Background: an optimization exercise with open tools, aiming at small area, a short achievable clock period and few clock cycles per item. Do not read the settings as production practice. Where RTL was checked, it was by simulation tests only, not by an equivalence proof against the original.

==> 07-01: inputs <==
Design winnow_key, start of the top module:
module winnow_key (
    input  wire        clk,
    input  wire        rst,
    input  wire        req_valid,
    output wire        req_ready,
    input  wire [31:0] req_period,
    input  wire [9:0]  req_n_inst,
    input  wire [15:0] req_i_pred,
    input  wire        req_pol,
    input  wire [15:0] req_p_sw,
    input  wire [7:0]  req_k_th,
    input  wire [7:0]  req_th_code,
    input  wire        cell_valid,
    output wire        cell_ready,
    input  wire        cell_last,
    input  wire [15:0] cell_vcap,
    input  wire [18:0] cell_tau,
    input  wire [23:0] cell_cgain,
    input  wire [7:0]  cell_temp,
    input  wire        cell_ins,
    input  wire [9:0]  cell_pos,
    output reg         out_valid,
    output reg         out_last,
    output reg  [33:0] out_ck
);
    localparam integer MS = 2;               
    localparam integer MOD_CYC = (32 + MS - 1) / MS;   
    localparam integer PW = MOD_CYC * MS;              
    localparam [5:0] READY_AT = (MOD_CYC >= 3) ? MOD_CYC - 3 : 0;
    reg        req_ready_r;
    reg        req_nld;        
    reg        cell_ready_r;
    reg        cell_nrdy;      
    assign req_ready  = req_ready_r;
    assign cell_ready = cell_ready_r;
    reg [7:0]  r_one, r_two, r_neg;    
    reg        r_ip_sign, r_pol;
    reg [15:0] r_p_sw;
    reg [7:0]  r_k_th;
    reg [7:0]  r_th_code;
    reg [9:0]  r_n;
    reg [9:0]  rot;
    reg [PW-1:0] r_per;        
    reg [5:0]  mcnt;
    reg        mod_run;
    wire req_fire  = req_valid && !req_nld;
    wire cell_fire = cell_valid && !cell_nrdy;
    reg [9:0]  rem_c [0:MS];
    reg [10:0] rsh, rsub;
    integer mi;
    always @(*) begin
        rem_c[0] = rot;
        for (mi = 0; mi < MS; mi = mi + 1) begin
            rsh  = {rem_c[mi], r_per[PW - 1 - mi]};
            rsub = rsh - {1'b0, r_n};
            rem_c[mi + 1] = rsub[10] ? rsh[9:0] : rsub[9:0];
        end
    end
    reg [7:0] ip_one, ip_two, ip_neg;
    reg [2:0] ipb;
    integer bi;
    always @(*) begin
        for (bi = 0; bi < 8; bi = bi + 1) begin
  ...
==> flow/config.mk <==
export PLATFORM = sky130hd
export DESIGN_NAME = winnow_key
export DESIGN_NICKNAME = winnow_key
export VERILOG_FILES = /design/flow/design.v
export SDC_FILE = /design/flow/constraint.sdc
export NUM_CORES = 4
export LEC_CHECK = 0
export ABC_AREA = 1
export CAP_MARGIN = 20
export CORE_MARGIN = 2
export CORE_UTILIZATION = 55
export CTS_CLUSTER_DIAMETER = 100
export CTS_CLUSTER_SIZE = 24
export SLEW_MARGIN = 20
==> flow/constraint.sdc <==
create_clock -name core_clock -period 25.0 [get_ports {clk}]
set_input_delay 5.0000 -clock core_clock [delete_from_list [all_inputs] [get_ports {clk}]]
set_output_delay 5.0000 -clock core_clock [all_outputs]
set_load 0.01 [all_outputs]
standard.sh (not shown) runs the stock make flow with config.mk's settings and CLKGATE_MAP_FILE= SYNTH_SCRIPT=/design/flow/synth_recipe.tcl, a recipe that flattens the netlist after the stock synthesis.
==> flow/flow/run.sh <==
#!/bin/bash
set -euo pipefail
here=$(pwd)
res=$here/orfs/results/${FLOW_PLATFORM:-sky130hd}/winnow_key/base
args=("BUFFER_PORTS_ARGS=-buffer_cell sky130_fd_sc_hd__buf_4"
      "POST_GLOBAL_PLACE_TCL=$here/flow/input_buffers.tcl")
bash standard.sh "${args[@]}" "$res/1_2_yosys.v" > flow_make_synth.log 2>&1
cp "$res/1_2_yosys.v" "$here/1_2_yosys.standard.v"
python3 "$here/flow/fa_polarity.py" "$here/1_2_yosys.standard.v" "$res/1_2_yosys.v" > fa_polarity.log 2>&1
bash standard.sh "${args[@]}" finish > flow_make.log 2>&1
Other scripts of this flow, unchanged in this note and not shown: flow/flow/fa_polarity.py, flow/flow/input_buffers.tcl
==> 11-15: changes against 07-01 <==
--- a/flow/design.v
+++ b/flow/design.v
@@ -1861,16 +1861,18 @@
     wire tb_w680 = (tb_w568 & tb_w569) | (1'b1 & (tb_w568 ^ tb_w569));
     wire tb_w681 = tb_w570 ^ (~((r_one[6] & tb6_xn42) | (r_two[6] & tb6_xn42))) ^ ((r_one[7] & tb7_xn41) | (r_two[7] & tb7_xn40));
     wire tb_w682 = (tb_w570 & (~((r_one[6] & tb6_xn42) | (r_two[6] & tb6_xn42)))) | (((r_one[7] & tb7_xn41) | (r_two[7] & tb7_xn40)) & (tb_w570 ^ (~((r_one[6] & tb6_xn42) | (r_two[6] & tb6_xn42)))));
     wire tb_w683 = ((r_one[7] & tb7_xn42) | (r_two[7] & tb7_xn41)) ^ 1'b1;
     wire tb_w684 = ((r_one[7] & tb7_xn42) | (r_two[7] & tb7_xn41)) & 1'b1;
     wire [58:0] tb_ra = {1'b1, tb_w684, tb_w682, tb_w680, tb_w678, tb_w676, tb_w674, tb_w672, tb_w670, tb_w668, tb_w666, tb_w664, tb_w662, tb_w660, tb_w658, tb_w656, tb_w654, tb_w652, tb_w650, tb_w648, tb_w646, tb_w644, tb_w642, tb_w640, tb_w638, tb_w636, tb_w634, tb_w632, tb_w630, tb_w628, tb_w626, tb_w624, tb_w622, tb_w620, tb_w618, tb_w616, tb_w614, tb_w612, tb_w610, tb_w608, tb_w606, tb_w604, tb_w602, tb_w600, tb_w598, tb_w596, tb_w594, tb_w592, tb_w590, tb_w588, tb_w586, tb_w584, tb_w582, tb_w580, tb_w578, tb_w576, tb_w574, tb_w572, tb_w571};
     wire [58:0] tb_rb = {1'b0, (~((r_one[7] & tb7_xn42) | (r_two[7] & tb7_xn42))), tb_w683, tb_w681, tb_w679, tb_w677, tb_w675, tb_w673, tb_w671, tb_w669, tb_w667, tb_w665, tb_w663, tb_w661, tb_w659, tb_w657, tb_w655, tb_w653, tb_w651, tb_w649, tb_w647, tb_w645, tb_w643, tb_w641, tb_w639, tb_w637, tb_w635, tb_w633, tb_w631, tb_w629, tb_w627, tb_w625, tb_w623, tb_w621, tb_w619, tb_w617, tb_w615, tb_w613, tb_w611, tb_w609, tb_w607, tb_w605, tb_w603, tb_w601, tb_w599, tb_w597, tb_w595, tb_w593, tb_w591, tb_w589, tb_w587, tb_w585, tb_w583, tb_w581, tb_w579, tb_w577, tb_w575, tb_w573, 1'b1};
-    wire [58:0] v_full = tb_ra + tb_rb;
-    wire [26:0] v_next = v_full[58:32];
+    wire [32:0] v_lo = {1'b0, tb_ra[31:0]} + {1'b0, tb_rb[31:0]};
+    wire        v_c32_next = v_lo[32];
+    wire [26:0] v_ha_next = tb_ra[58:32];
+    wire [26:0] v_hb_next = tb_rb[58:32];
     wire r_ip_nz  = |(r_one | r_two);
     wire r_ip_pos = r_ip_nz && !r_ip_sign;
     wire r_ip_neg = r_ip_sign;
     wire r_flip   = r_pol ? r_ip_pos : r_ip_neg;
     wire a_rbit_next = !((|(s0_tone | s0_ttwo)) && (s0_cgain != 24'd0) &&
                          (s0_tsign ? r_ip_pos : r_ip_neg));
     wire [8:0]  hot_d  = {1'b0, s0_temp} - {1'b0, r_th_code};
@@ -1890,25 +1892,29 @@
         a_rbit <= a_rbit_next;
         a_pos  <= s0_pos;
     end
     wire [15:0] kt_hot = r_k_th * a_hot;
     wire [16:0] pen_lo = {1'b0, r_p_sw} + {1'b0, kt_hot[11:0], 4'd0};
     wire [15:0] pen    = (pen_lo[16] || kt_hot[15:12] != 4'd0) ? 16'hFFFF : pen_lo[15:0];
     reg        b_v, b_last, b_ins;
-    reg [26:0] b_vs;
+    reg [26:0] b_ha, b_hb;     
+    reg        b_c32;
     reg [15:0] b_pen;
     reg [9:0]  b_pos;
     always @(posedge clk) begin
         b_v    <= !rst && a_v;
         b_last <= a_last;
-        b_vs   <= v_next;
+        b_ha   <= v_ha_next;
+        b_hb   <= v_hb_next;
+        b_c32  <= v_c32_next;
         b_pen  <= pen;
         b_ins  <= a_ins;
         b_pos  <= a_pos;
     end
+    wire [26:0] b_vs   = b_ha + b_hb + {26'd0, b_c32};
     wire        v_neg  = b_vs[26];
     wire        v_ovf  = !b_vs[26] && (b_vs[25:24] != 2'b00);
     wire [23:0] v_pred = v_neg ? 24'd0 : v_ovf ? 24'hFF_FFFF : b_vs[23:0];
     wire [23:0] key_v  = v_pred ^ {24{r_flip}};
     wire [24:0] kadd = {1'b0, key_v} + {1'b0, {8{b_ins}}, b_pen ^ {16{b_ins}}} + {24'd0, b_ins};
     wire [23:0] key  = b_ins ? (kadd[24] ? kadd[23:0] : 24'd0)
                              : (kadd[24] ? 24'hFF_FFFF : kadd[23:0]);
==> flow/config.mk (replaced) <==
export PLATFORM = sky130hd
export DESIGN_NAME = winnow_key
export DESIGN_NICKNAME = winnow_key
export VERILOG_FILES = /design/flow/design.v
export SDC_FILE = /design/flow/constraint.sdc
export NUM_CORES = 4
export LEC_CHECK = 0
export ABC_AREA = 1
export CAP_MARGIN = 20
export CORE_MARGIN = 2
export CORE_UTILIZATION = 65
export CTS_CLUSTER_DIAMETER = 100
export CTS_CLUSTER_SIZE = 24
export SLEW_MARGIN = 20
==> results.sh <==
export IMPL_outcome="timing/DRC/antenna clean"
export IMPL_worstPathCellList="buf_4"
export IMPL_dpl_cell_count=5542
export IMPL_proportion_of_cell_area_occupied_by_multi_input_gates_pct=68.3
export IMPL_final_area_um2=44700
export IMPL_grt_use_total_pct=32.6
export IMPL_worst_path_largest_cell_delay_ns=0.32
export IMPL_route_detailed_vias_per_inst=5.94
export IMPL_total_detailed_routing_wirelength_mm=109
export IMPL_comb_multi_input_count=3479
That was 11-15.
==> results.sh <==
export IMPL_outcome="timing/DRC/antenna clean"
export IMPL_final_seq_area_um2=8390
export IMPL_total_detailed_routing_wirelength_mm=128
export IMPL_dpl_cell_count=6094
export IMPL_placement_rows=103
export IMPL_final_area_um2=46100
export IMPL_proportion_of_cell_area_occupied_by_multi_input_gates_pct=69.7
export IMPL_worst_path_largest_cell_delay_ns=0.57
export IMPL_route_detailed_vias_per_inst=5.80
That was 07-01.
Testbench counts of 11-15, summed over its fixed seeds: cycles 12,040, items 11,512.
Function not checked in 07-01: the RTL went through the layout flow alone.

afterwards: timing with drivers on the ports:
No port has a modelled driver above. Below, the same layouts with a new extraction and two added sets of constraints. Step 1, drivers: a clkbuf_16 drives clk and a buf_2 each remaining input, both assumed. Step 2 moves the port delays by t, midway between the first and last clock arrival at a register: inputs arrive t later, outputs are due t later. That takes back most of the time a late clock gives input paths. a / b / c = ideal ports / drivers / drivers and shift; a / b = the first two.
| run | t, ns | slack for setup (ns) | worst setup path at the end | worst slew at a driven data input, ns |
|---|---|---|---|---|
| 07-01 | 0.692 | 18.597 / 18.597 / 18.597 | register to register | 0.06 |
| 11-15 | 0.679 | 18.920 / 18.849 / 19.092 | register to register | 0.10 |
After both steps every run listed still meets setup and hold.
